From an optimization exercise on the open Yosys and OpenROAD flow, aimed at small area, a short achievable clock period and few clock cycles per item; shortcuts taken in it are not production practice.
The RTL was checked by simulation tests, not by an equivalence proof against the original design.

==> flow/design.v <==
module ce_blend (
    input  wire        clk,
    input  wire        rst,
    input  wire        in_valid,
    output wire        in_ready,
    input  wire [1:0]  in_mode,      
    input  wire [7:0]  in_alpha,     
    input  wire [63:0] in_s,         
    input  wire [63:0] in_d,         
    output reg         out_valid,
    output reg  [63:0] out_d         
);
    localparam [15:0] FP16_ONE = 16'h3C00;
    function [10:0] sig(input [15:0] h);
        sig = {h[13:10] != 4'd0, h[9:0]};
    endfunction
    function [3:0] expo(input [15:0] h);
        expo = (h[13:10] == 4'd0) ? 4'd1 : h[13:10];
    endfunction
    function [14:0] unp(input [15:0] h);
        unp = {expo(h), sig(h)};
    endfunction
    function [10:0] um(input [14:0] v);
        um = v[10:0];
    endfunction
    function [3:0] ue(input [14:0] v);
        ue = v[14:11];
    endfunction
    function [3:0] tz11(input [10:0] m);
        integer i;
        begin
            tz11 = 4'd0;
            for (i = 10; i >= 0; i = i - 1)
                if (m[i]) tz11 = i[3:0];
        end
    endfunction
    function [15:0] k_of_alpha(input [7:0] a);
        begin
            case (a)
      8'd0: k_of_alpha = 16'h0000;
      8'd1: k_of_alpha = 16'h1C04;
      8'd2: k_of_alpha = 16'h2004;
      8'd3: k_of_alpha = 16'h2206;
      8'd4: k_of_alpha = 16'h2404;
      8'd5: k_of_alpha = 16'h2505;
      8'd6: k_of_alpha = 16'h2606;
      8'd7: k_of_alpha = 16'h2707;
      8'd8: k_of_alpha = 16'h2804;
      8'd9: k_of_alpha = 16'h2885;
      8'd10: k_of_alpha = 16'h2905;
      8'd11: k_of_alpha = 16'h2986;
      8'd12: k_of_alpha = 16'h2A06;
      8'd13: k_of_alpha = 16'h2A87;
      8'd14: k_of_alpha = 16'h2B07;
      8'd15: k_of_alpha = 16'h2B88;
      8'd16: k_of_alpha = 16'h2C04;
      8'd17: k_of_alpha = 16'h2C44;
      8'd18: k_of_alpha = 16'h2C85;
      8'd19: k_of_alpha = 16'h2CC5;
      8'd20: k_of_alpha = 16'h2D05;
      8'd21: k_of_alpha = 16'h2D45;
      8'd22: k_of_alpha = 16'h2D86;
      8'd23: k_of_alpha = 16'h2DC6;
      8'd24: k_of_alpha = 16'h2E06;
      8'd25: k_of_alpha = 16'h2E46;
      8'd26: k_of_alpha = 16'h2E87;
      8'd27: k_of_alpha = 16'h2EC7;
      8'd28: k_of_alpha = 16'h2F07;
      8'd29: k_of_alpha = 16'h2F47;
      8'd30: k_of_alpha = 16'h2F88;
      8'd31: k_of_alpha = 16'h2FC8;
      8'd32: k_of_alpha = 16'h3004;
      8'd33: k_of_alpha = 16'h3024;
      8'd34: k_of_alpha = 16'h3044;
      8'd35: k_of_alpha = 16'h3064;
      8'd36: k_of_alpha = 16'h3085;
      8'd37: k_of_alpha = 16'h30A5;
      8'd38: k_of_alpha = 16'h30C5;
      8'd39: k_of_alpha = 16'h30E5;
      8'd40: k_of_alpha = 16'h3105;
      8'd41: k_of_alpha = 16'h3125;
      8'd42: k_of_alpha = 16'h3145;
      8'd43: k_of_alpha = 16'h3165;
      8'd44: k_of_alpha = 16'h3186;
      8'd45: k_of_alpha = 16'h31A6;
      8'd46: k_of_alpha = 16'h31C6;
      8'd47: k_of_alpha = 16'h31E6;
      8'd48: k_of_alpha = 16'h3206;
      8'd49: k_of_alpha = 16'h3226;
      8'd50: k_of_alpha = 16'h3246;
      8'd51: k_of_alpha = 16'h3266;
      8'd52: k_of_alpha = 16'h3287;
      8'd53: k_of_alpha = 16'h32A7;
      8'd54: k_of_alpha = 16'h32C7;
      8'd55: k_of_alpha = 16'h32E7;
      8'd56: k_of_alpha = 16'h3307;
      8'd57: k_of_alpha = 16'h3327;
      8'd58: k_of_alpha = 16'h3347;
      8'd59: k_of_alpha = 16'h3367;
      8'd60: k_of_alpha = 16'h3388;
      8'd61: k_of_alpha = 16'h33A8;
      8'd62: k_of_alpha = 16'h33C8;
      8'd63: k_of_alpha = 16'h33E8;
      8'd64: k_of_alpha = 16'h3404;
      8'd65: k_of_alpha = 16'h3414;
      8'd66: k_of_alpha = 16'h3424;
      8'd67: k_of_alpha = 16'h3434;
      8'd68: k_of_alpha = 16'h3444;
      8'd69: k_of_alpha = 16'h3454;
      8'd70: k_of_alpha = 16'h3464;
      8'd71: k_of_alpha = 16'h3474;
      8'd72: k_of_alpha = 16'h3485;
      8'd73: k_of_alpha = 16'h3495;
      8'd74: k_of_alpha = 16'h34A5;
      8'd75: k_of_alpha = 16'h34B5;
      8'd76: k_of_alpha = 16'h34C5;
      8'd77: k_of_alpha = 16'h34D5;
      8'd78: k_of_alpha = 16'h34E5;
      8'd79: k_of_alpha = 16'h34F5;
      8'd80: k_of_alpha = 16'h3505;
      8'd81: k_of_alpha = 16'h3515;
      8'd82: k_of_alpha = 16'h3525;
      8'd83: k_of_alpha = 16'h3535;
      8'd84: k_of_alpha = 16'h3545;
      8'd85: k_of_alpha = 16'h3555;
      8'd86: k_of_alpha = 16'h3565;
      8'd87: k_of_alpha = 16'h3575;
      8'd88: k_of_alpha = 16'h3586;
      8'd89: k_of_alpha = 16'h3596;
      8'd90: k_of_alpha = 16'h35A6;
      8'd91: k_of_alpha = 16'h35B6;
      8'd92: k_of_alpha = 16'h35C6;
      8'd93: k_of_alpha = 16'h35D6;
      8'd94: k_of_alpha = 16'h35E6;
      8'd95: k_of_alpha = 16'h35F6;
      8'd96: k_of_alpha = 16'h3606;
      8'd97: k_of_alpha = 16'h3616;
      8'd98: k_of_alpha = 16'h3626;
      8'd99: k_of_alpha = 16'h3636;
      8'd100: k_of_alpha = 16'h3646;
      8'd101: k_of_alpha = 16'h3656;
      8'd102: k_of_alpha = 16'h3666;
      8'd103: k_of_alpha = 16'h3676;
      8'd104: k_of_alpha = 16'h3687;
      8'd105: k_of_alpha = 16'h3697;
      8'd106: k_of_alpha = 16'h36A7;
      8'd107: k_of_alpha = 16'h36B7;
      8'd108: k_of_alpha = 16'h36C7;
      8'd109: k_of_alpha = 16'h36D7;
      8'd110: k_of_alpha = 16'h36E7;
      8'd111: k_of_alpha = 16'h36F7;
      8'd112: k_of_alpha = 16'h3707;
      8'd113: k_of_alpha = 16'h3717;
      8'd114: k_of_alpha = 16'h3727;
      8'd115: k_of_alpha = 16'h3737;
      8'd116: k_of_alpha = 16'h3747;
      8'd117: k_of_alpha = 16'h3757;
      8'd118: k_of_alpha = 16'h3767;
      8'd119: k_of_alpha = 16'h3777;
      8'd120: k_of_alpha = 16'h3788;
      8'd121: k_of_alpha = 16'h3798;
      8'd122: k_of_alpha = 16'h37A8;
      8'd123: k_of_alpha = 16'h37B8;
      8'd124: k_of_alpha = 16'h37C8;
      8'd125: k_of_alpha = 16'h37D8;
      8'd126: k_of_alpha = 16'h37E8;
      8'd127: k_of_alpha = 16'h37F8;
      8'd128: k_of_alpha = 16'h3804;
      8'd129: k_of_alpha = 16'h380C;
      8'd130: k_of_alpha = 16'h3814;
      8'd131: k_of_alpha = 16'h381C;
      8'd132: k_of_alpha = 16'h3824;
      8'd133: k_of_alpha = 16'h382C;
      8'd134: k_of_alpha = 16'h3834;
      8'd135: k_of_alpha = 16'h383C;
      8'd136: k_of_alpha = 16'h3844;
      8'd137: k_of_alpha = 16'h384C;
      8'd138: k_of_alpha = 16'h3854;
      8'd139: k_of_alpha = 16'h385C;
      8'd140: k_of_alpha = 16'h3864;
      8'd141: k_of_alpha = 16'h386C;
      8'd142: k_of_alpha = 16'h3874;
      8'd143: k_of_alpha = 16'h387C;
      8'd144: k_of_alpha = 16'h3885;
      8'd145: k_of_alpha = 16'h388D;
      8'd146: k_of_alpha = 16'h3895;
      8'd147: k_of_alpha = 16'h389D;
      8'd148: k_of_alpha = 16'h38A5;
      8'd149: k_of_alpha = 16'h38AD;
      8'd150: k_of_alpha = 16'h38B5;
      8'd151: k_of_alpha = 16'h38BD;
      8'd152: k_of_alpha = 16'h38C5;
      8'd153: k_of_alpha = 16'h38CD;
      8'd154: k_of_alpha = 16'h38D5;
      8'd155: k_of_alpha = 16'h38DD;
      8'd156: k_of_alpha = 16'h38E5;
      8'd157: k_of_alpha = 16'h38ED;
      8'd158: k_of_alpha = 16'h38F5;
      8'd159: k_of_alpha = 16'h38FD;
      8'd160: k_of_alpha = 16'h3905;
      8'd161: k_of_alpha = 16'h390D;
      8'd162: k_of_alpha = 16'h3915;
      8'd163: k_of_alpha = 16'h391D;
      8'd164: k_of_alpha = 16'h3925;
      8'd165: k_of_alpha = 16'h392D;
      8'd166: k_of_alpha = 16'h3935;
      8'd167: k_of_alpha = 16'h393D;
      8'd168: k_of_alpha = 16'h3945;
      8'd169: k_of_alpha = 16'h394D;
      8'd170: k_of_alpha = 16'h3955;
      8'd171: k_of_alpha = 16'h395D;
      8'd172: k_of_alpha = 16'h3965;
      8'd173: k_of_alpha = 16'h396D;
      8'd174: k_of_alpha = 16'h3975;
      8'd175: k_of_alpha = 16'h397D;
      8'd176: k_of_alpha = 16'h3986;
      8'd177: k_of_alpha = 16'h398E;
      8'd178: k_of_alpha = 16'h3996;
      8'd179: k_of_alpha = 16'h399E;
      8'd180: k_of_alpha = 16'h39A6;
      8'd181: k_of_alpha = 16'h39AE;
      8'd182: k_of_alpha = 16'h39B6;
      8'd183: k_of_alpha = 16'h39BE;
      8'd184: k_of_alpha = 16'h39C6;
      8'd185: k_of_alpha = 16'h39CE;
      8'd186: k_of_alpha = 16'h39D6;
      8'd187: k_of_alpha = 16'h39DE;
      8'd188: k_of_alpha = 16'h39E6;
      8'd189: k_of_alpha = 16'h39EE;
      8'd190: k_of_alpha = 16'h39F6;
      8'd191: k_of_alpha = 16'h39FE;
      8'd192: k_of_alpha = 16'h3A06;
      8'd193: k_of_alpha = 16'h3A0E;
      8'd194: k_of_alpha = 16'h3A16;
      8'd195: k_of_alpha = 16'h3A1E;
      8'd196: k_of_alpha = 16'h3A26;
      8'd197: k_of_alpha = 16'h3A2E;
      8'd198: k_of_alpha = 16'h3A36;
      8'd199: k_of_alpha = 16'h3A3E;
      8'd200: k_of_alpha = 16'h3A46;
      8'd201: k_of_alpha = 16'h3A4E;
      8'd202: k_of_alpha = 16'h3A56;
      8'd203: k_of_alpha = 16'h3A5E;
      8'd204: k_of_alpha = 16'h3A66;
      8'd205: k_of_alpha = 16'h3A6E;
      8'd206: k_of_alpha = 16'h3A76;
      8'd207: k_of_alpha = 16'h3A7E;
      8'd208: k_of_alpha = 16'h3A87;
      8'd209: k_of_alpha = 16'h3A8F;
      8'd210: k_of_alpha = 16'h3A97;
      8'd211: k_of_alpha = 16'h3A9F;
      8'd212: k_of_alpha = 16'h3AA7;
      8'd213: k_of_alpha = 16'h3AAF;
      8'd214: k_of_alpha = 16'h3AB7;
      8'd215: k_of_alpha = 16'h3ABF;
      8'd216: k_of_alpha = 16'h3AC7;
      8'd217: k_of_alpha = 16'h3ACF;
      8'd218: k_of_alpha = 16'h3AD7;
      8'd219: k_of_alpha = 16'h3ADF;
      8'd220: k_of_alpha = 16'h3AE7;
      8'd221: k_of_alpha = 16'h3AEF;
      8'd222: k_of_alpha = 16'h3AF7;
      8'd223: k_of_alpha = 16'h3AFF;
      8'd224: k_of_alpha = 16'h3B07;
      8'd225: k_of_alpha = 16'h3B0F;
      8'd226: k_of_alpha = 16'h3B17;
      8'd227: k_of_alpha = 16'h3B1F;
      8'd228: k_of_alpha = 16'h3B27;
      8'd229: k_of_alpha = 16'h3B2F;
      8'd230: k_of_alpha = 16'h3B37;
      8'd231: k_of_alpha = 16'h3B3F;
      8'd232: k_of_alpha = 16'h3B47;
      8'd233: k_of_alpha = 16'h3B4F;
      8'd234: k_of_alpha = 16'h3B57;
      8'd235: k_of_alpha = 16'h3B5F;
      8'd236: k_of_alpha = 16'h3B67;
      8'd237: k_of_alpha = 16'h3B6F;
      8'd238: k_of_alpha = 16'h3B77;
      8'd239: k_of_alpha = 16'h3B7F;
      8'd240: k_of_alpha = 16'h3B88;
      8'd241: k_of_alpha = 16'h3B90;
      8'd242: k_of_alpha = 16'h3B98;
      8'd243: k_of_alpha = 16'h3BA0;
      8'd244: k_of_alpha = 16'h3BA8;
      8'd245: k_of_alpha = 16'h3BB0;
      8'd246: k_of_alpha = 16'h3BB8;
      8'd247: k_of_alpha = 16'h3BC0;
      8'd248: k_of_alpha = 16'h3BC8;
      8'd249: k_of_alpha = 16'h3BD0;
      8'd250: k_of_alpha = 16'h3BD8;
      8'd251: k_of_alpha = 16'h3BE0;
      8'd252: k_of_alpha = 16'h3BE8;
      8'd253: k_of_alpha = 16'h3BF0;
      8'd254: k_of_alpha = 16'h3BF8;
      8'd255: k_of_alpha = 16'h3C00;
            endcase
        end
    endfunction
    function [5:0] m7_u(input [3:0] ex, input [3:0] ey);
        m7_u = 6'd26 - {2'b0, ex} - {2'b0, ey};
    endfunction
    function [15:0] m7_round(input [21:0] p, input [5:0] u);
        reg [21:0] lo;
        reg        nrm;
        reg [21:0] q;
        reg        guard;
        reg        sticky;
        reg [3:0]  shg;
        integer    i;
        begin
            lo[0] = p[0];
            for (i = 1; i < 22; i = i + 1)
                lo[i] = lo[i - 1] | p[i];
            nrm = u[5] || (u <= 6'd10);
            if (nrm) begin
                if (p[21]) begin
                    q = {11'd0, p[21:11]}; guard = p[10]; sticky = lo[9];
                end else begin
                    q = {11'd0, p[20:10]}; guard = p[9];  sticky = lo[8];
                end
                shg = 4'd10 - u[3:0] + {3'd0, p[21]};
            end else begin
                q      = p >> u;
                guard  = (u > 6'd22) ? 1'b0 : p[u - 6'd1];
                sticky = (u > 6'd23) ? lo[21] : lo[u - 6'd2];
                shg    = 4'd0;
            end
            m7_round = {2'b0, shg, 10'd0} + q[15:0] + {15'd0, guard & (sticky | q[0])};
        end
    endfunction
    function [24:0] fix(input [14:0] v);
        fix = {14'd0, um(v)} << (ue(v) - 4'd1);
    endfunction
    function fr_of(input [10:0] md, input [10:0] ma, input [4:0] j);
        reg [4:0] tz;
        begin
            tz    = {1'b0, tz11(md)} + {1'b0, tz11(ma)};
            fr_of = (md != 11'd0) && (ma != 11'd0) && ({1'b0, tz} + {1'b0, j} < 6'd25);
        end
    endfunction
    function [53:0] over_sub(input [14:0] s, input [14:0] d, input [21:0] q, input [4:0] j, input frest);
        reg [51:0] w;
        reg        f1;
        reg        b;
        reg [25:0] xs;
        reg [25:0] xd;
        reg [25:0] xn;
        reg [25:0] sv;
        reg [25:0] cv;
        reg [25:0] th;
        begin
            w  = {30'd0, q} << j;               
            f1 = w[25];
            b  = f1 | frest;
            xs = {1'b0, fix(s)};
            xd = {1'b0, fix(d)};
            xn = ~{1'b0, w[50:26]};
            sv = xs ^ xd ^ xn;
            cv = (xs & xd) | (xs & xn) | (xd & xn);
            over_sub = {sv, cv[24:0], ~b, f1 ^ frest, frest};
        end
    endfunction
    function [15:0] round_th(input [27:0] v);
        reg [25:0] th;
        reg [23:0] lo;
        reg [4:0]  lp;
        reg [3:0]  sh;
        reg [25:0] q;
        reg        guard;
        reg        sticky;
        integer    i;
        begin
            th = v[27:2];
            lp = 5'd0;
            for (i = 0; i < 24; i = i + 1)
                if (th[i]) lp = i[4:0];
            lo[0] = th[0];
            for (i = 1; i < 24; i = i + 1)
                lo[i] = lo[i - 1] | th[i];
            sh = (lp > 5'd10) ? lp - 5'd10 : 4'd0;
            q  = th >> sh;
            if (sh == 4'd0) begin
                guard  = v[1];
                sticky = v[0];
            end else if (sh == 4'd1) begin
                guard  = th[0];
                sticky = v[1] | v[0];
            end else begin
                guard  = th[sh - 4'd1];
                sticky = v[1] | v[0] | lo[sh - 4'd2];
            end
            if (th[25:24] != 2'd0)
                round_th = FP16_ONE;
            else
                round_th = {2'b0, sh, 10'd0} + q[15:0] + {15'd0, guard & (sticky | q[0])};
        end
    endfunction
    assign in_ready = 1'b1;
    wire [15:0] k_in = k_of_alpha(in_alpha);
    wire [15:0] kc_in = in_mode[0] ? k_in : FP16_ONE;
    wire [15:0] aa_in = in_mode[1] ? in_s[63:48] : FP16_ONE;
    reg        r1_valid;
    reg [14:0] r1_kc;
    reg [14:0] r1_aa;
    reg [44:0] r1_s;
    reg [59:0] r1_d;
    always @(posedge clk) begin
        if (rst)
            r1_valid <= 1'b0;
        else
            r1_valid <= in_valid;
        r1_kc <= unp(kc_in);
        r1_aa <= unp(aa_in);
        r1_s  <= {unp(in_s[47:32]), unp(in_s[31:16]), unp(in_s[15:0])};
        r1_d  <= {unp(in_d[63:48]), unp(in_d[47:32]), unp(in_d[31:16]), unp(in_d[15:0])};
    end
    wire [21:0] p0, p1, p2, p3;
    mul11 u_p0 (.a(um(r1_s[14:0])),  .b(um(r1_kc)), .p(p0));
    mul11 u_p1 (.a(um(r1_s[29:15])), .b(um(r1_kc)), .p(p1));
    mul11 u_p2 (.a(um(r1_s[44:30])), .b(um(r1_kc)), .p(p2));
    mul11 u_p3 (.a(um(r1_aa)),       .b(um(r1_kc)), .p(p3));
    reg        r2_valid;
    reg [87:0] r2_p;
    reg [23:0] r2_u;
    reg [59:0] r2_d;
    always @(posedge clk) begin
        if (rst)
            r2_valid <= 1'b0;
        else
            r2_valid <= r1_valid;
        r2_p <= {p3, p2, p1, p0};
        r2_u <= {m7_u(ue(r1_aa), ue(r1_kc)), m7_u(ue(r1_s[44:30]), ue(r1_kc)),
                 m7_u(ue(r1_s[29:15]), ue(r1_kc)), m7_u(ue(r1_s[14:0]), ue(r1_kc))};
        r2_d <= r1_d;
    end
    reg        r3_valid;
    reg [59:0] r3_s;
    reg [59:0] r3_d;
    always @(posedge clk) begin
        if (rst)
            r3_valid <= 1'b0;
        else
            r3_valid <= r2_valid;
        r3_s <= {unp(m7_round(r2_p[87:66], r2_u[23:18])), unp(m7_round(r2_p[65:44], r2_u[17:12])),
                 unp(m7_round(r2_p[43:22], r2_u[11:6])),  unp(m7_round(r2_p[21:0],  r2_u[5:0]))};
        r3_d <= r2_d;
    end
    wire [10:0] ma = um(r3_s[59:45]);
    wire [3:0]  ea = ue(r3_s[59:45]);
    wire [21:0] q0, q1, q2, q3;
    mul11 u_q0 (.a(um(r3_d[14:0])),  .b(ma), .p(q0));
    mul11 u_q1 (.a(um(r3_d[29:15])), .b(ma), .p(q1));
    mul11 u_q2 (.a(um(r3_d[44:30])), .b(ma), .p(q2));
    mul11 u_q3 (.a(um(r3_d[59:45])), .b(ma), .p(q3));
    wire [4:0] j0 = {1'b0, ue(r3_d[14:0])}  + {1'b0, ea};
    wire [4:0] j1 = {1'b0, ue(r3_d[29:15])} + {1'b0, ea};
    wire [4:0] j2 = {1'b0, ue(r3_d[44:30])} + {1'b0, ea};
    wire [4:0] j3 = {1'b0, ue(r3_d[59:45])} + {1'b0, ea};
    reg         r4_valid;
    reg [87:0]  r4_q;
    reg [59:0]  r4_s;
    reg [59:0]  r4_d;
    reg [19:0]  r4_j;
    reg [3:0]   r4_fr;
    always @(posedge clk) begin
        if (rst)
            r4_valid <= 1'b0;
        else
            r4_valid <= r3_valid;
        r4_q  <= {q3, q2, q1, q0};
        r4_s  <= r3_s;
        r4_d  <= r3_d;
        r4_j  <= {j3, j2, j1, j0};
        r4_fr <= {fr_of(um(r3_d[59:45]), ma, j3), fr_of(um(r3_d[44:30]), ma, j2),
                  fr_of(um(r3_d[29:15]), ma, j1), fr_of(um(r3_d[14:0]),  ma, j0)};
    end
    wire [53:0] cs0 = over_sub(r4_s[14:0],  r4_d[14:0],  r4_q[21:0],  r4_j[4:0],   r4_fr[0]);
    wire [53:0] cs1 = over_sub(r4_s[29:15], r4_d[29:15], r4_q[43:22], r4_j[9:5],   r4_fr[1]);
    wire [53:0] cs2 = over_sub(r4_s[44:30], r4_d[44:30], r4_q[65:44], r4_j[14:10], r4_fr[2]);
    wire [53:0] cs3 = over_sub(r4_s[59:45], r4_d[59:45], r4_q[87:66], r4_j[19:15], r4_fr[3]);
    wire [25:0] th0, th1, th2, th3;
    wire [3:0]  thc;
    add26 u_t0 (.a(cs0[53:28]), .b(cs0[27:2]), .ci(1'b0), .s(th0), .co(thc[0]));
    add26 u_t1 (.a(cs1[53:28]), .b(cs1[27:2]), .ci(1'b0), .s(th1), .co(thc[1]));
    add26 u_t2 (.a(cs2[53:28]), .b(cs2[27:2]), .ci(1'b0), .s(th2), .co(thc[2]));
    add26 u_t3 (.a(cs3[53:28]), .b(cs3[27:2]), .ci(1'b0), .s(th3), .co(thc[3]));
    reg         r5_valid;
    reg [111:0] r5_t;
    always @(posedge clk) begin
        if (rst)
            r5_valid <= 1'b0;
        else
            r5_valid <= r4_valid;
        r5_t <= {th3, cs3[1:0], th2, cs2[1:0], th1, cs1[1:0], th0, cs0[1:0]};
    end
    always @(posedge clk) begin
        if (rst)
            out_valid <= 1'b0;
        else
            out_valid <= r5_valid;
        out_d <= {round_th(r5_t[111:84]), round_th(r5_t[83:56]),
                  round_th(r5_t[55:28]),  round_th(r5_t[27:0])};
    end
endmodule
module mul11(input wire [10:0] a, input wire [10:0] b, output wire [21:0] p);
    wire pp0_0 = a[0] & b[0];
    wire pp0_1 = a[0] & b[1];
    wire pp0_2 = a[0] & b[2];
    wire pp0_3 = a[0] & b[3];
    wire pp0_4 = a[0] & b[4];
    wire pp0_5 = a[0] & b[5];
    wire pp0_6 = a[0] & b[6];
    wire pp0_7 = a[0] & b[7];
    wire pp0_8 = a[0] & b[8];
    wire pp0_9 = a[0] & b[9];
    wire pp0_10 = a[0] & b[10];
    wire pp1_0 = a[1] & b[0];
    wire pp1_1 = a[1] & b[1];
    wire pp1_2 = a[1] & b[2];
    wire pp1_3 = a[1] & b[3];
    wire pp1_4 = a[1] & b[4];
    wire pp1_5 = a[1] & b[5];
    wire pp1_6 = a[1] & b[6];
    wire pp1_7 = a[1] & b[7];
    wire pp1_8 = a[1] & b[8];
    wire pp1_9 = a[1] & b[9];
    wire pp1_10 = a[1] & b[10];
    wire pp2_0 = a[2] & b[0];
    wire pp2_1 = a[2] & b[1];
    wire pp2_2 = a[2] & b[2];
    wire pp2_3 = a[2] & b[3];
    wire pp2_4 = a[2] & b[4];
    wire pp2_5 = a[2] & b[5];
    wire pp2_6 = a[2] & b[6];
    wire pp2_7 = a[2] & b[7];
    wire pp2_8 = a[2] & b[8];
    wire pp2_9 = a[2] & b[9];
    wire pp2_10 = a[2] & b[10];
    wire pp3_0 = a[3] & b[0];
    wire pp3_1 = a[3] & b[1];
    wire pp3_2 = a[3] & b[2];
    wire pp3_3 = a[3] & b[3];
    wire pp3_4 = a[3] & b[4];
    wire pp3_5 = a[3] & b[5];
    wire pp3_6 = a[3] & b[6];
    wire pp3_7 = a[3] & b[7];
    wire pp3_8 = a[3] & b[8];
    wire pp3_9 = a[3] & b[9];
    wire pp3_10 = a[3] & b[10];
    wire pp4_0 = a[4] & b[0];
    wire pp4_1 = a[4] & b[1];
    wire pp4_2 = a[4] & b[2];
    wire pp4_3 = a[4] & b[3];
    wire pp4_4 = a[4] & b[4];
    wire pp4_5 = a[4] & b[5];
    wire pp4_6 = a[4] & b[6];
    wire pp4_7 = a[4] & b[7];
    wire pp4_8 = a[4] & b[8];
    wire pp4_9 = a[4] & b[9];
    wire pp4_10 = a[4] & b[10];
    wire pp5_0 = a[5] & b[0];
    wire pp5_1 = a[5] & b[1];
    wire pp5_2 = a[5] & b[2];
    wire pp5_3 = a[5] & b[3];
    wire pp5_4 = a[5] & b[4];
    wire pp5_5 = a[5] & b[5];
    wire pp5_6 = a[5] & b[6];
    wire pp5_7 = a[5] & b[7];
    wire pp5_8 = a[5] & b[8];
    wire pp5_9 = a[5] & b[9];
    wire pp5_10 = a[5] & b[10];
    wire pp6_0 = a[6] & b[0];
    wire pp6_1 = a[6] & b[1];
    wire pp6_2 = a[6] & b[2];
    wire pp6_3 = a[6] & b[3];
    wire pp6_4 = a[6] & b[4];
    wire pp6_5 = a[6] & b[5];
    wire pp6_6 = a[6] & b[6];
    wire pp6_7 = a[6] & b[7];
    wire pp6_8 = a[6] & b[8];
    wire pp6_9 = a[6] & b[9];
    wire pp6_10 = a[6] & b[10];
    wire pp7_0 = a[7] & b[0];
    wire pp7_1 = a[7] & b[1];
    wire pp7_2 = a[7] & b[2];
    wire pp7_3 = a[7] & b[3];
    wire pp7_4 = a[7] & b[4];
    wire pp7_5 = a[7] & b[5];
    wire pp7_6 = a[7] & b[6];
    wire pp7_7 = a[7] & b[7];
    wire pp7_8 = a[7] & b[8];
    wire pp7_9 = a[7] & b[9];
    wire pp7_10 = a[7] & b[10];
    wire pp8_0 = a[8] & b[0];
    wire pp8_1 = a[8] & b[1];
    wire pp8_2 = a[8] & b[2];
    wire pp8_3 = a[8] & b[3];
    wire pp8_4 = a[8] & b[4];
    wire pp8_5 = a[8] & b[5];
    wire pp8_6 = a[8] & b[6];
    wire pp8_7 = a[8] & b[7];
    wire pp8_8 = a[8] & b[8];
    wire pp8_9 = a[8] & b[9];
    wire pp8_10 = a[8] & b[10];
    wire pp9_0 = a[9] & b[0];
    wire pp9_1 = a[9] & b[1];
    wire pp9_2 = a[9] & b[2];
    wire pp9_3 = a[9] & b[3];
    wire pp9_4 = a[9] & b[4];
    wire pp9_5 = a[9] & b[5];
    wire pp9_6 = a[9] & b[6];
    wire pp9_7 = a[9] & b[7];
    wire pp9_8 = a[9] & b[8];
    wire pp9_9 = a[9] & b[9];
    wire pp9_10 = a[9] & b[10];
    wire pp10_0 = a[10] & b[0];
    wire pp10_1 = a[10] & b[1];
    wire pp10_2 = a[10] & b[2];
    wire pp10_3 = a[10] & b[3];
    wire pp10_4 = a[10] & b[4];
    wire pp10_5 = a[10] & b[5];
    wire pp10_6 = a[10] & b[6];
    wire pp10_7 = a[10] & b[7];
    wire pp10_8 = a[10] & b[8];
    wire pp10_9 = a[10] & b[9];
    wire pp10_10 = a[10] & b[10];
    wire s0, c0;
    assign {c0, s0} = pp0_9 + pp1_8;
    wire s1, c1;
    assign {c1, s1} = pp0_10 + pp1_9 + pp2_8;
    wire s2, c2;
    assign {c2, s2} = pp3_7 + pp4_6;
    wire s3, c3;
    assign {c3, s3} = pp1_10 + pp2_9 + pp3_8;
    wire s4, c4;
    assign {c4, s4} = pp4_7 + pp5_6;
    wire s5, c5;
    assign {c5, s5} = pp2_10 + pp3_9 + pp4_8;
    wire s6, c6;
    assign {c6, s6} = pp0_6 + pp1_5;
    wire s7, c7;
    assign {c7, s7} = pp0_7 + pp1_6 + pp2_5;
    wire s8, c8;
    assign {c8, s8} = pp3_4 + pp4_3;
    wire s9, c9;
    assign {c9, s9} = pp0_8 + pp1_7 + pp2_6;
    wire s10, c10;
    assign {c10, s10} = pp3_5 + pp4_4 + pp5_3;
    wire s11, c11;
    assign {c11, s11} = pp6_2 + pp7_1;
    wire s12, c12;
    assign {c12, s12} = pp2_7 + pp3_6 + pp4_5;
    wire s13, c13;
    assign {c13, s13} = pp5_4 + pp6_3 + pp7_2;
    wire s14, c14;
    assign {c14, s14} = pp8_1 + pp9_0 + s0;
    wire s15, c15;
    assign {c15, s15} = pp5_5 + pp6_4 + pp7_3;
    wire s16, c16;
    assign {c16, s16} = pp8_2 + pp9_1 + pp10_0;
    wire s17, c17;
    assign {c17, s17} = s1 + s2 + c0;
    wire s18, c18;
    assign {c18, s18} = pp6_5 + pp7_4 + pp8_3;
    wire s19, c19;
    assign {c19, s19} = pp9_2 + pp10_1 + s3;
    wire s20, c20;
    assign {c20, s20} = s4 + c1 + c2;
    wire s21, c21;
    assign {c21, s21} = pp5_7 + pp6_6 + pp7_5;
    wire s22, c22;
    assign {c22, s22} = pp8_4 + pp9_3 + pp10_2;
    wire s23, c23;
    assign {c23, s23} = s5 + c3 + c4;
    wire s24, c24;
    assign {c24, s24} = pp3_10 + pp4_9 + pp5_8;
    wire s25, c25;
    assign {c25, s25} = pp6_7 + pp7_6 + pp8_5;
    wire s26, c26;
    assign {c26, s26} = pp9_4 + pp10_3 + c5;
    wire s27, c27;
    assign {c27, s27} = pp4_10 + pp5_9 + pp6_8;
    wire s28, c28;
    assign {c28, s28} = pp7_7 + pp8_6 + pp9_5;
    wire s29, c29;
    assign {c29, s29} = pp5_10 + pp6_9 + pp7_8;
    wire s30, c30;
    assign {c30, s30} = pp0_4 + pp1_3;
    wire s31, c31;
    assign {c31, s31} = pp0_5 + pp1_4 + pp2_3;
    wire s32, c32;
    assign {c32, s32} = pp3_2 + pp4_1;
    wire s33, c33;
    assign {c33, s33} = pp2_4 + pp3_3 + pp4_2;
    wire s34, c34;
    assign {c34, s34} = pp5_1 + pp6_0 + s6;
    wire s35, c35;
    assign {c35, s35} = pp5_2 + pp6_1 + pp7_0;
    wire s36, c36;
    assign {c36, s36} = s7 + s8 + c6;
    wire s37, c37;
    assign {c37, s37} = pp8_0 + s9 + s10;
    wire s38, c38;
    assign {c38, s38} = s11 + c7 + c8;
    wire s39, c39;
    assign {c39, s39} = s12 + s13 + s14;
    wire s40, c40;
    assign {c40, s40} = c9 + c10 + c11;
    wire s41, c41;
    assign {c41, s41} = s15 + s16 + s17;
    wire s42, c42;
    assign {c42, s42} = c12 + c13 + c14;
    wire s43, c43;
    assign {c43, s43} = s18 + s19 + s20;
    wire s44, c44;
    assign {c44, s44} = c15 + c16 + c17;
    wire s45, c45;
    assign {c45, s45} = s21 + s22 + s23;
    wire s46, c46;
    assign {c46, s46} = c18 + c19 + c20;
    wire s47, c47;
    assign {c47, s47} = s24 + s25 + s26;
    wire s48, c48;
    assign {c48, s48} = c21 + c22 + c23;
    wire s49, c49;
    assign {c49, s49} = pp10_4 + s27 + s28;
    wire s50, c50;
    assign {c50, s50} = c24 + c25 + c26;
    wire s51, c51;
    assign {c51, s51} = pp8_7 + pp9_6 + pp10_5;
    wire s52, c52;
    assign {c52, s52} = s29 + c27 + c28;
    wire s53, c53;
    assign {c53, s53} = pp6_10 + pp7_9 + pp8_8;
    wire s54, c54;
    assign {c54, s54} = pp9_7 + pp10_6 + c29;
    wire s55, c55;
    assign {c55, s55} = pp7_10 + pp8_9 + pp9_8;
    wire s56, c56;
    assign {c56, s56} = pp0_3 + pp1_2;
    wire s57, c57;
    assign {c57, s57} = pp2_2 + pp3_1 + pp4_0;
    wire s58, c58;
    assign {c58, s58} = pp5_0 + s31 + s32;
    wire s59, c59;
    assign {c59, s59} = s33 + s34 + c31;
    wire s60, c60;
    assign {c60, s60} = s35 + s36 + c33;
    wire s61, c61;
    assign {c61, s61} = s37 + s38 + c35;
    wire s62, c62;
    assign {c62, s62} = s39 + s40 + c37;
    wire s63, c63;
    assign {c63, s63} = s41 + s42 + c39;
    wire s64, c64;
    assign {c64, s64} = s43 + s44 + c41;
    wire s65, c65;
    assign {c65, s65} = s45 + s46 + c43;
    wire s66, c66;
    assign {c66, s66} = s47 + s48 + c45;
    wire s67, c67;
    assign {c67, s67} = s49 + s50 + c47;
    wire s68, c68;
    assign {c68, s68} = s51 + s52 + c49;
    wire s69, c69;
    assign {c69, s69} = s53 + s54 + c51;
    wire s70, c70;
    assign {c70, s70} = pp10_7 + s55 + c53;
    wire s71, c71;
    assign {c71, s71} = pp8_10 + pp9_9 + pp10_8;
    wire s72, c72;
    assign {c72, s72} = pp0_2 + pp1_1;
    wire s73, c73;
    assign {c73, s73} = pp2_1 + pp3_0 + s56;
    wire s74, c74;
    assign {c74, s74} = s30 + s57 + c56;
    wire s75, c75;
    assign {c75, s75} = c30 + s58 + c57;
    wire s76, c76;
    assign {c76, s76} = c32 + s59 + c58;
    wire s77, c77;
    assign {c77, s77} = c34 + s60 + c59;
    wire s78, c78;
    assign {c78, s78} = c36 + s61 + c60;
    wire s79, c79;
    assign {c79, s79} = c38 + s62 + c61;
    wire s80, c80;
    assign {c80, s80} = c40 + s63 + c62;
    wire s81, c81;
    assign {c81, s81} = c42 + s64 + c63;
    wire s82, c82;
    assign {c82, s82} = c44 + s65 + c64;
    wire s83, c83;
    assign {c83, s83} = c46 + s66 + c65;
    wire s84, c84;
    assign {c84, s84} = c48 + s67 + c66;
    wire s85, c85;
    assign {c85, s85} = c50 + s68 + c67;
    wire s86, c86;
    assign {c86, s86} = c52 + s69 + c68;
    wire s87, c87;
    assign {c87, s87} = c54 + s70 + c69;
    wire s88, c88;
    assign {c88, s88} = c55 + s71 + c70;
    wire s89, c89;
    assign {c89, s89} = pp9_10 + pp10_9 + c71;
    wire [21:0] x = {1'b0, pp10_10, s89, s88, s87, s86, s85, s84, s83, s82, s81, s80, s79, s78, s77, s76, s75, s74, s73, pp2_0, pp0_1, pp0_0};
    wire [21:0] y = {1'b0, c89, c88, c87, c86, c85, c84, c83, c82, c81, c80, c79, c78, c77, c76, c75, c74, c73, c72, s72, pp1_0, 1'b0};
    assign p = x + y;
endmodule
module add26(input wire [25:0] a, input wire [25:0] b, input wire ci, output wire [25:0] s, output wire co);
    wire [25:0] p0 = a ^ b;
    wire [25:0] g0 = a & b;
    wire gc0 = g0[0] | (p0[0] & ci);
    wire gg0 = g0[1] | (p0[1] & gc0);
    wire gg1 = g0[3] | (p0[3] & g0[2]);
    wire pp1 = p0[3] & p0[2];
    wire gg2 = g0[5] | (p0[5] & g0[4]);
    wire pp2 = p0[5] & p0[4];
    wire gg3 = g0[7] | (p0[7] & g0[6]);
    wire pp3 = p0[7] & p0[6];
    wire gg4 = g0[9] | (p0[9] & g0[8]);
    wire pp4 = p0[9] & p0[8];
    wire gg5 = g0[11] | (p0[11] & g0[10]);
    wire pp5 = p0[11] & p0[10];
    wire gg6 = g0[13] | (p0[13] & g0[12]);
    wire pp6 = p0[13] & p0[12];
    wire gg7 = g0[15] | (p0[15] & g0[14]);
    wire pp7 = p0[15] & p0[14];
    wire gg8 = g0[17] | (p0[17] & g0[16]);
    wire pp8 = p0[17] & p0[16];
    wire gg9 = g0[19] | (p0[19] & g0[18]);
    wire pp9 = p0[19] & p0[18];
    wire gg10 = g0[21] | (p0[21] & g0[20]);
    wire pp10 = p0[21] & p0[20];
    wire gg11 = g0[23] | (p0[23] & g0[22]);
    wire pp11 = p0[23] & p0[22];
    wire gg12 = g0[25] | (p0[25] & g0[24]);
    wire pp12 = p0[25] & p0[24];
    wire gg13 = g0[2] | (p0[2] & gg0);
    wire gg14 = gg1 | (pp1 & gg0);
    wire gg15 = g0[6] | (p0[6] & gg2);
    wire pp15 = p0[6] & pp2;
    wire gg16 = gg3 | (pp3 & gg2);
    wire pp16 = pp3 & pp2;
    wire gg17 = g0[10] | (p0[10] & gg4);
    wire pp17 = p0[10] & pp4;
    wire gg18 = gg5 | (pp5 & gg4);
    wire pp18 = pp5 & pp4;
    wire gg19 = g0[14] | (p0[14] & gg6);
    wire pp19 = p0[14] & pp6;
    wire gg20 = gg7 | (pp7 & gg6);
    wire pp20 = pp7 & pp6;
    wire gg21 = g0[18] | (p0[18] & gg8);
    wire pp21 = p0[18] & pp8;
    wire gg22 = gg9 | (pp9 & gg8);
    wire pp22 = pp9 & pp8;
    wire gg23 = g0[22] | (p0[22] & gg10);
    wire pp23 = p0[22] & pp10;
    wire gg24 = gg11 | (pp11 & gg10);
    wire pp24 = pp11 & pp10;
    wire gg25 = g0[4] | (p0[4] & gg14);
    wire gg26 = gg2 | (pp2 & gg14);
    wire gg27 = gg15 | (pp15 & gg14);
    wire gg28 = gg16 | (pp16 & gg14);
    wire gg29 = g0[12] | (p0[12] & gg18);
    wire pp29 = p0[12] & pp18;
    wire gg30 = gg6 | (pp6 & gg18);
    wire pp30 = pp6 & pp18;
    wire gg31 = gg19 | (pp19 & gg18);
    wire pp31 = pp19 & pp18;
    wire gg32 = gg20 | (pp20 & gg18);
    wire pp32 = pp20 & pp18;
    wire gg33 = g0[20] | (p0[20] & gg22);
    wire pp33 = p0[20] & pp22;
    wire gg34 = gg10 | (pp10 & gg22);
    wire pp34 = pp10 & pp22;
    wire gg35 = gg23 | (pp23 & gg22);
    wire pp35 = pp23 & pp22;
    wire gg36 = gg24 | (pp24 & gg22);
    wire pp36 = pp24 & pp22;
    wire gg37 = g0[8] | (p0[8] & gg28);
    wire gg38 = gg4 | (pp4 & gg28);
    wire gg39 = gg17 | (pp17 & gg28);
    wire gg40 = gg18 | (pp18 & gg28);
    wire gg41 = gg29 | (pp29 & gg28);
    wire gg42 = gg30 | (pp30 & gg28);
    wire gg43 = gg31 | (pp31 & gg28);
    wire gg44 = gg32 | (pp32 & gg28);
    wire gg45 = g0[24] | (p0[24] & gg36);
    wire pp45 = p0[24] & pp36;
    wire gg46 = gg12 | (pp12 & gg36);
    wire pp46 = pp12 & pp36;
    wire gg47 = g0[16] | (p0[16] & gg44);
    wire gg48 = gg8 | (pp8 & gg44);
    wire gg49 = gg21 | (pp21 & gg44);
    wire gg50 = gg22 | (pp22 & gg44);
    wire gg51 = gg33 | (pp33 & gg44);
    wire gg52 = gg34 | (pp34 & gg44);
    wire gg53 = gg35 | (pp35 & gg44);
    wire gg54 = gg36 | (pp36 & gg44);
    wire gg55 = gg45 | (pp45 & gg44);
    wire gg56 = gg46 | (pp46 & gg44);
    assign s = p0 ^ {gg55, gg54, gg53, gg52, gg51, gg50, gg49, gg48, gg47, gg44, gg43, gg42, gg41, gg40, gg39, gg38, gg37, gg28, gg27, gg26, gg25, gg14, gg13, gg0, gc0, ci};
    assign co = gg56;
endmodule
==> flow/flow/run.sh <==
#!/bin/bash
# Layout: the standard flow (standard synthesis, floorplan, placement,
# CTS, routing) with timing repair run against a setup margin, so the
# resizer also works on paths that already meet the 22 ns clock. make's
# full output goes to flow_make.log; ORFS keeps each step's log in orfs/logs.
set -euo pipefail
cd "$(dirname "$0")/.."
bash standard.sh SETUP_SLACK_MARGIN=16.45 TNS_END_PERCENT=100 finish > flow_make.log 2>&1
==> flow/standard.sh <==
#!/bin/bash
# synth_recipe.tcl (not shown) runs the flow's synth.tcl, then flattens the netlist and writes it again
# the make line also repeats each setting of config.mk as NAME=value (left out here)
make -C /OpenROAD-flow-scripts/flow DESIGN_CONFIG=/design/flow/config.mk WORK_HOME=/design/flow/orfs CLKGATE_MAP_FILE= SYNTH_SCRIPT=/design/flow/synth_recipe.tcl "${@:-finish}"
==> flow/config.mk <==
export PLATFORM = sky130hd
export DESIGN_NAME = ce_blend
export DESIGN_NICKNAME = ce_blend
export VERILOG_FILES = /design/flow/design.v
export SDC_FILE = /design/flow/constraint.sdc
export NUM_CORES = 4
export LEC_CHECK = 0
export ABC_AREA = 1
export CAP_MARGIN = 10
export CORE_MARGIN = 4
export CORE_UTILIZATION = 40
export CTS_CLUSTER_DIAMETER = 120
export CTS_CLUSTER_SIZE = 25
export SLEW_MARGIN = 10
==> flow/constraint.sdc <==
create_clock -name core_clock -period 22.0 [get_ports {clk}]
set_input_delay 4.4000 -clock core_clock [delete_from_list [all_inputs] [get_ports {clk}]]
set_output_delay 4.4000 -clock core_clock [all_outputs]
set_load 0.01 [all_outputs]
==> qor.txt, run 1 <==
Status = no timing/DRC/antenna violations
DRT iter0 DRCs = 4605
Crit share post-route = 25.3%
Worst r2r path cells = 23
Num rows = 166
Synth unique cells = 78
Yosys reg bits = 841
Worst slew pin tran = 1.15 ns
FF-to-FF End = r2_p[21]
Ports = 207
Initial antenna violation count = 8
Total Nets Final = 13200
Worst R2R Start = r1_s[4]
Final setup vio count = 0
FMAX = 180 MHz
# hold bufs at CTS = 0
Final core utilization = 43.8%
Worst Skew = 0.0455 ns
CTS Buffer Depth = 3
Worst Path Max Fanout = 1
Clk slew on worst S/H paths = 0.11 ns
Critical path origin = out_d[17]
# clock sinks = 841
Slowest-stage cell, CP = dfxtp_2
Non-Filler Instances = 14500
CTS Buf Count = 47
Min-Delay Path Class = reg -> reg
GRT Total Usage = 20.7%
Worst Hold Path EP = r2_d[11]
TritonCTS clock tree = yes
DP HPWL = 174000 µm
CTS H-tree depth = 2
Routed vias = 72200
Arr. time, crit path = 1.16 ns
Core ar. = 205000 µm²
CTS root buf = clkbuf_16
RSZ-0062 raised after global routing = yes
Die height = 463 µm
Share of cells above drive strength 1 = 5.80%
GR peak layer = met2
Hold Path Stages = 0
Netlist Area Pre-Place = 82900 µm²
Starting Density = 40.3%
Flop2flop setup slack = 16.73 ns
CP top delay family = flip-flops
IO Port Bufs = 189
First-pass GRT wire length = 368000 µm
CP Launch Type = flop
Setup TNS = 0 ns
RePlAce Congestion = 0.921
Async SR Flop Fraction = 0%
Vias in the first global route = 71200
Final Hold Vio Count = 0
HP Start = r1_d[11]
Rel. slew slack = 23.4%
Residual DRC count = 0
Clk latency of the worst-skew pair = 0.73 ns
Final number of max-transition violations = 0
Post-synth EDFFs = 0
Minimum clock period = 5.56 ns
Worst setup EP type = output port
Mapped Avg Cell Area = 6.99 µm²
Remaining antenna violation count = 0
Area Growth Syn to Fin = 8.50%
Met1 Track Usage GR = 27.6%
Max cap viols = 0
Critical Setup Path Class = reg -> out
Routed Wire Length = 229000 µm
Required @ worst endpoint = 17.60 ns
Die width = 463 µm
Cells after Synth = 11900
Seq/Total Area, Yosys = 20.3%
Met2 Use GR = 35.3%
Pre-Repair DR Iteration Count = 5
Global route overflow = 0
WL/cell = 15.8 µm
Pin count of the biggest net entering global routing = 60
CP max stage delay = 0.33 ns
CP Buf/Inv Count = 1
Dpl cells = 14300
Vias per cell = 4.98
CP cell instances = buf_6
M3 GR Usage = 2.12%
Yosys warns = 1
Top FF cell, synth = dfxtp_1
Die ar. = 214000 µm²
## placed cells by master, fill, tap and decap left out, types with 37 or more instances in the layout
| cell | count |
|---|---|
| a21o_1 | 39 |
| a21oi_1 | 433 |
| a31oi_1 | 41 |
| buf_2 | 37 |
| buf_4 | 144 |
| buf_6 | 39 |
| clkbuf_16 | 57 |
| clkdlybuf4s50_1 | 117 |
| clkinvlp_4 | 41 |
| dfxtp_1 | 748 |
| dfxtp_2 | 68 |
| fa_1 | 796 |
| ha_1 | 499 |
| inv_1 | 2526 |
| mux2i_1 | 67 |
| nand2_1 | 3087 |
| nand3_1 | 596 |
| nand4_1 | 48 |
| nor2_1 | 569 |
| nor3_1 | 79 |
| o211ai_1 | 76 |
| o21ai_0 | 682 |
| o21ai_1 | 99 |
| xnor2_1 | 85 |
| xor2_1 | 258 |
## sequential cells by signal (all words and copies together) (netlist names), 4 cells and up
| signal | cells |
|---|---|
| r2_d | 60 |
| r1_s | 45 |
| r2_u | 24 |
| r3_d | 60 |
| r2_p | 88 |
| r4_q | 88 |
| r1_kc | 15 |
| r3_s | 60 |
| r5_t | 112 |
| r1_d | 60 |
| r4_d | 60 |
| r1_aa | 15 |
| out_d | 64 |
| r4_fr | 4 |
| r4_j | 20 |
| r4_s | 60 |
## layer usage
metal | vias to the layer above | routed length [µm]
li1 | 36000 | -
met1 | 34000 | 102000
met2 | 1803 | 108000
met3 | 363 | 11400
met4 | 6 | 7580
met5 | - | 41
## kinds of logic after synthesis
group	Yosys count	share of synthesized area [%]
adder cells (fa/ha/maj)	1304	26.9
AND/OR/NAND/NOR	4554	22.7
buffers and inverters	3109	14.5
XOR/XNOR	345	3.67
AO/OA/AOI/OAI	1634	11.1
multiplexers	67	0.809
other	1	0.00453
flip-flops	841	20.3
## final cells by class
class / instances / area [µm²]
fillers: 21000 / 116000
multi-input cells: 7907 / 54400
flip-flops and latches: 841 / 17000
inverters: 2607 / 9940
repair buffers: 373 / 3530
well taps: 2688 / 3360
clock buffers: 52 / 1200
clock inverters: 21 / 317
repair inverters: 14 / 87.6
diodes: 4 / 10.0
## repair_timing
| item | CTS | global route |
|---|---|---|
| setup endpoints to repair | 133 | 173 |
| resized for setup | 402 | 245 |
| buffers inserted | 3 | 88 |
| cloned | 9 | 17 |
| pin swaps | 1 | 16 |
## worst max-delay path by stage
stage / endpoint / slack, ns / cells after the start
final: out_d[17] / 16.44 / 1
after global routing: out_d[32] / 16.36 / 1
after CTS: out_d[41] / 16.36 / 1
after global placement: r1_kc[2] / 15.32 / 7
after detailed placement: r1_kc[2] / 15.34 / 7
after floorplan: r1_kc[2] / 16.51 / 9
## metrics by stage
stage          setup WS [ns]  instance area, µm²  hold slack [ns]
2_1_floorplan          16.51               82900            0.310
6_report               16.44               89900            0.319
3_3_place_gp           15.32               86500            0.312
4_1_cts                16.36               88200            0.319
3_5_place_dp           15.34               86500            0.312
5_1_grt                16.36               89900            0.329
## Yosys cell counts, types with 67 or more instances
cell type | instances | area [µm²]
a21oi_1 | 452 | 2260
clkbuf_1 | 343 | 1290
dfxtp_1 | 841 | 16800
fa_1 | 796 | 15900
ha_1 | 508 | 6360
inv_1 | 2558 | 9600
mux2i_1 | 67 | 671
nand2_1 | 3089 | 11600
nand3_1 | 597 | 2990
nor2_1 | 578 | 2170
nor3_1 | 79 | 395
o211ai_1 | 76 | 571
o21ai_0 | 728 | 3640
xnor2_1 | 85 | 744
xor2_1 | 258 | 2260
Testbench counts, summed over its fixed seeds: cycles 24,048, items 24,000.
==> run 2, diff against run 1 <==
--- a/flow/design.v
+++ b/flow/design.v
@@ -18,10 +18,10 @@
         expo = (h[13:10] == 4'd0) ? 4'd1 : h[13:10];
     endfunction
     function [14:0] unp(input [15:0] h);
-        unp = {expo(h), sig(h)};
+        unp = {expo(h), ~sig(h)};
     endfunction
     function [10:0] um(input [14:0] v);
-        um = v[10:0];
+        um = ~v[10:0];
     endfunction
     function [3:0] ue(input [14:0] v);
         ue = v[14:11];
--- a/flow/config.mk
+++ b/flow/config.mk
@@ -6,9 +6,9 @@
 export NUM_CORES = 4
 export LEC_CHECK = 0
 export ABC_AREA = 1
-export CAP_MARGIN = 10
+export CAP_MARGIN = 20
 export CORE_MARGIN = 4
 export CORE_UTILIZATION = 40
 export CTS_CLUSTER_DIAMETER = 120
 export CTS_CLUSTER_SIZE = 25
-export SLEW_MARGIN = 10
+export SLEW_MARGIN = 20
==> run 2 against run 1 <==
  * Global-route usage is 0.82 points higher
  * Sequential share of layout area is 0.64 points higher
  * Non-clock buffer count is 10 lower
  * Synthesized cell count is 6.3% lower
  * Die area is 3.3% lower
  * Via count is 2.5% lower
  * Routed wire length is 0.65% higher
==> qor.txt, run 2 <==
Clk latency of the worst-skew pair = 0.73 ns
Total Nets Final = 12500
Clk slew on worst S/H paths = 0.10 ns
Yosys reg bits = 841
# hold bufs at CTS = 0
Die width = 455 µm
Core ar. = 198000 µm²
RSZ-0062 raised after global routing = yes
Reg with most FFs = r5_t
Post-route cell area = 87100 µm²
Pin count of the biggest net entering global routing = 49
FMAX = 179 MHz
Yosys warns = 1
Vias per cell = 5.14
CP top delay family = flip-flops
Crit share post-route = 25.4%
Routed Wire Length = 231000 µm
Die ar. = 207000 µm²
Rel. slew slack = 31.6%
GRT Total Usage = 21.5%
Setup TNS = 0 ns
Routed vias = 70400
Arr. time, crit path = 1.18 ns
CP max stage delay = 0.34 ns
Synth unique cells = 78
CTS H-tree depth = 2
Critical Setup Path Class = reg -> out
CTS Buffer Depth = 3
RePlAce Congestion = 0.956
Cells after Synth = 11100
Worst Path Max Fanout = 1
IO Port Bufs = 189
Global route overflow = 0
Largest register FFs = 112
Yosys top cell by area = dfxtp_1
Num rows = 163
Netlist Area Pre-Place = 80100 µm²
DRT iter0 DRCs = 5001
Share of cells above drive strength 1 = 6.72%
Most common cell in the netlist = nand2_1
Minimum clock period = 5.58 ns
Starting Density = 40.4%
Initial antenna violation count = 4
CP cell instances = buf_6
Residual DRC count = 0
Worst slew pin tran = 1.02 ns
Top FF cell, synth = dfxtp_1
# clock sinks = 841
Commonest non-fill, non-tap cell in the layout = nand2_1
Post-synth top cells = nand2_1, inv_1, nor2_1
CP Launch Type = flop
Remaining antenna violation count = 0
Final Hold Vio Count = 0
Vias in the first global route = 69600
Die height = 455 µm
Final core utilization = 43.9%
DP Area = 83800 µm²
CTS Buf Count = 46
Pre-Repair DR Iteration Count = 6
CP Buf/Inv Count = 1
Mapped Avg Cell Area = 7.21 µm²
Min-Delay Path Class = reg -> reg
Post-synth EDFFs = 0
Ports = 207
Async SR Flop Fraction = 0%
TritonCTS clock tree = yes
Final setup vio count = 0
WL/cell = 16.8 µm
Largest registers = r5_t (112), r2_p (88), r4_q (88)
Worst Skew = 0.0428 ns
CTS root buf = clkbuf_16
Worst setup EP type = output port
Post-synth top area share = 21.0%
Max cap viols = 0
Slowest-stage cell, CP = dfxtp_2
Top cells by area, synth = dfxtp_1, fa_1, nand2_1, inv_1, ha_1
Seq/Total Area, Yosys = 21.0%
Final number of max-transition violations = 0
Required @ worst endpoint = 17.60 ns
DP HPWL = 178000 µm
Most frequent cells in the layout = nand2_1, inv_1, nor2_1
First-pass GRT wire length = 367000 µm
Status = no timing/DRC/antenna violations
Area Growth Syn to Fin = 8.74%
==> run 2: cell types whose count changed after synthesis, moves of 14 or more <==
cell,previous run,this run
buf_2,51,37
clkbuf_1,343,371
clkinv_1,14,30
o211ai_1,76,101
buf_1,65,29
or2_2,16,58
inv_1,2558,1813
nand2_1,3089,2115
a21o_1,39,23
nand3_1,597,707
mux2i_1,67,52
nor3_1,79,98
o21ai_0,728,680
nor2_1,578,1435
==> run 2: timing repair <==
item	4_1_cts	5_1_grt
resized for setup	420	298
pin swaps	1	32
endpoints found under the setup margin	149	148
cloned	1	10
setup buffers	19	79
==> run 2: cell type report <==
type                            count  area, µm²
Sequential cell                   841      17000
Multi-Input combinational cell   7912      54600
Clock buffer                       54       1230
Timing Repair inverter              3       15.0
Timing Repair Buffer              363       3470
Fill cell                       20400     111000
Inverter                         1875       7220
Clock inverter                     20        223
Tap cell                         2640       3300
Antenna cell                        2       5.00
==> run 2: cell families after synthesis <==
logic type	synth area share [%]
AOI/OAI and AO/OA	11.4
xor gates and xnor gates	3.73
adders and majority gates	27.9
buffers and inverters	11.4
DFF	21.0
muxes	0.650
other	0.00468
and+or+nand+nor	23.9
==> run 2: worst paths after layout <==
| path | start | endpoint | slack, ns | cells after the start |
|---|---|---|---|---|
| worst max-delay path | out_d[5] | out_d[5] | 16.42 | 1 |
| worst min register to register | r2_d[31] | r3_d[31] | 0.32 | 0 |
| worst min-delay path | r2_d[31] | r3_d[31] | 0.32 | 0 |
| worst max register to register | r1_s[2] | r2_p[20] | 16.68 | 21 |
==> run 2: through the flow <==
stage	hold WS, ns	setup WS [ns]	instances
after floorplan	0.310	16.45	11100
after global placement	0.310	15.17	13500
after detailed placement	0.312	15.06	13500
after CTS	0.312	16.34	13600
after global routing	0.313	16.33	13700
final	0.316	16.42	13700
==> run 2: per-layer routing <==
layer | routed length, µm | vias up | track usage (%)
li1 | - | 34700 | -
met1 | 100000 | 33400 | 27.9
met2 | 109000 | 1950 | 36.5
met3 | 12600 | 412 | 2.87
met4 | 9090 | 2 | 7.76
met5 | 18 | - | 0
Testbench counts of run 2, summed over its fixed seeds: cycles 24,048, items 24,000.
==> run 3, diff against run 2 <==
--- a/flow/design.v
+++ b/flow/design.v
@@ -299,13 +299,14 @@
     function [5:0] m7_u(input [3:0] ex, input [3:0] ey);
         m7_u = 6'd26 - {2'b0, ex} - {2'b0, ey};
     endfunction
-    function [15:0] m7_round(input [21:0] p, input [5:0] u);
+    function [14:0] m7_round(input [21:0] p, input [5:0] u);
         reg [21:0] lo;
         reg        nrm;
         reg [21:0] q;
         reg        guard;
         reg        sticky;
-        reg [3:0]  shg;
+        reg [11:0] m;
+        reg [3:0]  e;
         integer    i;
         begin
             lo[0] = p[0];
@@ -318,14 +319,17 @@
                 end else begin
                     q = {11'd0, p[20:10]}; guard = p[9];  sticky = lo[8];
                 end
-                shg = 4'd10 - u[3:0] + {3'd0, p[21]};
             end else begin
                 q      = p >> u;
                 guard  = (u > 6'd22) ? 1'b0 : p[u - 6'd1];
                 sticky = (u > 6'd23) ? lo[21] : lo[u - 6'd2];
-                shg    = 4'd0;
             end
-            m7_round = {2'b0, shg, 10'd0} + q[15:0] + {15'd0, guard & (sticky | q[0])};
+            m = {1'b0, q[10:0]} + {11'd0, guard & (sticky | q[0])};
+            if (nrm)
+                e = 4'd11 - u[3:0] + {3'd0, p[21]} + {3'd0, m[11]};
+            else
+                e = 4'd1;
+            m7_round = {e, ~{m[11] | m[10], m[9:0]}};
         end
     endfunction
     function [24:0] fix(input [14:0] v);
@@ -362,37 +366,28 @@
     endfunction
     function [15:0] round_th(input [27:0] v);
         reg [25:0] th;
-        reg [23:0] lo;
-        reg [4:0]  lp;
+        reg [25:0] t;
+        reg [3:0]  n;
         reg [3:0]  sh;
-        reg [25:0] q;
         reg        guard;
         reg        sticky;
-        integer    i;
+        reg [11:0] m;
         begin
             th = v[27:2];
-            lp = 5'd0;
-            for (i = 0; i < 24; i = i + 1)
-                if (th[i]) lp = i[4:0];
-            lo[0] = th[0];
-            for (i = 1; i < 24; i = i + 1)
-                lo[i] = lo[i - 1] | th[i];
-            sh = (lp > 5'd10) ? lp - 5'd10 : 4'd0;
-            q  = th >> sh;
-            if (sh == 4'd0) begin
-                guard  = v[1];
-                sticky = v[0];
-            end else if (sh == 4'd1) begin
-                guard  = th[0];
-                sticky = v[1] | v[0];
-            end else begin
-                guard  = th[sh - 4'd1];
-                sticky = v[1] | v[0] | lo[sh - 4'd2];
-            end
+            t = {th[23:0], v[1], 1'b0};    
+            n = 4'd0;
+            if (t[25:18] == 8'd0) begin t = t << 8; n = n + 4'd8; end
+            if (t[25:22] == 4'd0 && n <= 4'd9) begin t = t << 4; n = n + 4'd4; end
+            if (t[25:24] == 2'd0 && n <= 4'd11) begin t = t << 2; n = n + 4'd2; end
+            if (t[25] == 1'b0 && n <= 4'd12) begin t = t << 1; n = n + 4'd1; end
+            sh = 4'd13 - n;
+            guard  = t[14];
+            sticky = (|t[13:0]) | v[0];
+            m = {1'b0, t[25:15]} + {11'd0, guard & (sticky | t[15])};
             if (th[25:24] != 2'd0)
                 round_th = FP16_ONE;
             else
-                round_th = {2'b0, sh, 10'd0} + q[15:0] + {15'd0, guard & (sticky | q[0])};
+                round_th = {2'b0, sh, 10'd0} + {4'd0, m};
         end
     endfunction
     assign in_ready = 1'b1;
@@ -441,8 +436,8 @@
             r3_valid <= 1'b0;
         else
             r3_valid <= r2_valid;
-        r3_s <= {unp(m7_round(r2_p[87:66], r2_u[23:18])), unp(m7_round(r2_p[65:44], r2_u[17:12])),
-                 unp(m7_round(r2_p[43:22], r2_u[11:6])),  unp(m7_round(r2_p[21:0],  r2_u[5:0]))};
+        r3_s <= {m7_round(r2_p[87:66], r2_u[23:18]), m7_round(r2_p[65:44], r2_u[17:12]),
+                 m7_round(r2_p[43:22], r2_u[11:6]),  m7_round(r2_p[21:0],  r2_u[5:0])};
         r3_d <= r2_d;
     end
     wire [10:0] ma = um(r3_s[59:45]);
--- a/flow/config.mk
+++ b/flow/config.mk
@@ -9,6 +9,6 @@
 export CAP_MARGIN = 20
 export CORE_MARGIN = 4
 export CORE_UTILIZATION = 40
-export CTS_CLUSTER_DIAMETER = 120
-export CTS_CLUSTER_SIZE = 25
+export CTS_CLUSTER_DIAMETER = 150
+export CTS_CLUSTER_SIZE = 30
 export SLEW_MARGIN = 20
==> run 3 against run 2 <==
  * Critical path type unchanged
  * Synthesized cell count is 6.0% lower
  * Routed wire length decreased by 9.7%
  * Cell area is 6.1% lower
==> qor.txt, run 3 <==
FF-to-FF End = r4_q[86]
Ports = 207
Residual DRC count = 0
CTS H-tree depth = 2
Flop2flop setup slack = 16.71 ns
Pin count of the biggest net entering global routing = 48
Slowest-stage cell, CP = dfxtp_1
Core ar. = 190000 µm²
Required @ worst endpoint = 17.60 ns
CTS Buf Count = 38
IO Port Bufs = 185
Worst Skew = 0.0460 ns
Cells after Synth = 10400
# hold bufs at CTS = 0
CP top delay family = flip-flops
CP max stage delay = 0.32 ns
Yosys top cell by area = dfxtp_1
Num rows = 160
Final core utilization = 43.0%
Worst slew pin tran = 1.09 ns
Routed vias = 65200
CTS root buf = clkbuf_16
Worst Path Max Fanout = 1
Top FF cell, synth = dfxtp_1
Async SR Flop Fraction = 0%
Rel. slew slack = 27.6%
FMAX = 180 MHz
Top cells by area, synth = dfxtp_1, fa_1, nand2_1, inv_1, ha_1
RSZ-0062 raised after global routing = yes
Starting Density = 40.2%
Die width = 445 µm
Arr. time, crit path = 1.15 ns
Final number of max-transition violations = 0
Pre-CTS WS = 15.36 ns
Routed Wire Length = 208000 µm
Largest register FFs = 112
Yosys warns = 1
Crit path depth = 1
Pre-Repair DR Iteration Count = 9
Largest registers = r5_t (112), r2_p (88), r4_q (88)
RePlAce Congestion = 0.935
Min-Delay Path Class = reg -> reg
Share of cells above drive strength 1 = 5.09%
Post-synth top area share = 21.9%
WL/cell = 16.2 µm
Status = no timing/DRC/antenna violations
TritonCTS clock tree = yes
Setup TNS = 0 ns
Final worst slack = 16.45 ns
Post-synth EDFFs = 0
Post-synth top cells = nand2_1, inv_1, nor2_1
Total Nets Final = 11700
First-pass GRT wire length = 336000 µm
Crit share post-route = 25.2%
Worst R2R Start = r3_s[46]
Final Hold Vio Count = 0
Most frequent cells in the layout = nand2_1, inv_1, nor2_1
Clk slew on worst S/H paths = 0.11 ns
Worst setup EP type = output port
Netlist Area Pre-Place = 76400 µm²
Seq/Total Area, Yosys = 21.9%
Yosys reg bits = 837
Area Growth Syn to Fin = 6.97%
Hold Path Stages = 0
Clk latency of the worst-skew pair = 0.69 ns
Initial antenna violation count = 4
Setup crit end = out_d[4]
CP Buf/Inv Count = 1
Synth unique cells = 68
Final setup vio count = 0
Reg with most FFs = r5_t
Remaining antenna violation count = 0
Vias in the first global route = 64300
GRT Total Usage = 20.7%
Global route overflow = 0
Die height = 445 µm
Worst r2r path cells = 19
Commonest non-fill, non-tap cell in the layout = nand2_1
DRT iter0 DRCs = 4308
Most common cell in the netlist = nand2_1
HP Start = r1_d[3]
Die ar. = 198000 µm²
Mapped Avg Cell Area = 7.32 µm²
CP Launch Type = flop
Vias per cell = 5.07
Max cap viols = 0
DP HPWL = 162000 µm
Minimum clock period = 5.55 ns
CP cell instances = buf_2
Critical path origin = out_d[4]
CTS Buffer Depth = 3
# clock sinks = 837
Critical Setup Path Class = reg -> out
run 3: worst min path at each step:
stage	end	slack [ns]
after global placement	r2_d[39]	0.31
after detailed placement	r2_d[53]	0.31
final	r2_d[3]	0.31
after CTS	r2_d[3]	0.29
after global routing	r2_d[3]	0.31
after floorplan	r2_d[0]	0.31
run 3: per-layer routing:
layer	wire length [µm]	global-route usage (%)	up-vias	share of wire, %
met1	95500	28.2	31200	46
met5	0	0	-	0
met2	98100	35.1	1483	47
met4	4900	5.33	0	2.4
met3	9660	2.10	264	4.6
li1	-	-	32200	-
run 3: cell families (layout without fill, tap and decap cells):
kind of cell | count (synthesis) | in the layout | synth area share [%]
buf+inv | 2219 | 2115 | 11.2
simple gates | 4264 | 4264 | 23.1
fa+ha+maj | 1269 | 1269 | 28.6
flops | 837 | 837 | 21.9
other cells | 2 | 7 | 0.00982
xor+xnor | 304 | 304 | 3.48
compound gates | 1495 | 1495 | 11.0
mux | 52 | 52 | 0.681
run 3: timing repair:
action                                  in CTS  in global routing
endpoints found under the setup margin     133                147
gates resized for setup                    291                145
pin swaps                                    0                  2
cloned                                       0                  4
buffers inserted                             4                 30
run 3: area by class of cell:
class	instances	area (µm²)
clock inverter	12	214
clock buffer	41	1000
tap	2511	3140
inverter	1767	6710
sequential	837	16800
antenna	2	5.00
timing repair inverter	4	22.5
timing repair buffer	291	2570
multi-input combinational	7389	51300
fill	19600	108000
run 3: through the flow:
step                hold slack (ns)  cells  cell area [µm²]
floorplan                     0.310  10400            76500
global placement              0.312  12800            80100
detailed placement            0.312  12800            80100
CTS                           0.293  12800            81200
global route                  0.309  12900            81800
finish                        0.306  12900            81800
Testbench counts of run 3, summed over its fixed seeds: cycles 24,048, items 24,000.

-- afterwards: timing with drivers on the ports --
How much do the figures lean on ideal ports? The routed layouts below were timed once more, with nothing changed but the port constraints. Step 1 sets driving cells, clkbuf_16 on the clock port and buf_2 on the other inputs (assumed; they add their load-dependent delay and slew). Step 2 adds t to the input delays and takes it off the output delays; t is the mean of the earliest and latest rising clock arrival at the registers after step 1. Input paths then give back, and output paths get back, about the clock's delay inside the block. a / b / c = ideal ports / drivers / drivers and shift; a / b = the first two.
run | t (ns) | slack for setup (ns) | hold slack, ns | worst setup path after step 2 | worst data-port slew with drivers (ns)
run 1 | 0.791 | 16.440 / 16.353 / 15.835 | 0.319 / 0.319 / 0.319 | input to register | 0.15
run 2 | 0.782 | 16.418 / 16.341 / 15.886 | 0.316 / 0.316 / 0.316 | input to register | 0.05
run 3 | 0.762 | 16.450 / 16.362 / 15.876 | 0.306 / 0.306 / 0.306 | input to register | 0.11
After both steps setup and hold are still met in every run listed. For run 1, which loses most, drivers alone change the setup slack by -0.087 ns; drivers and shift together by -0.605 ns.
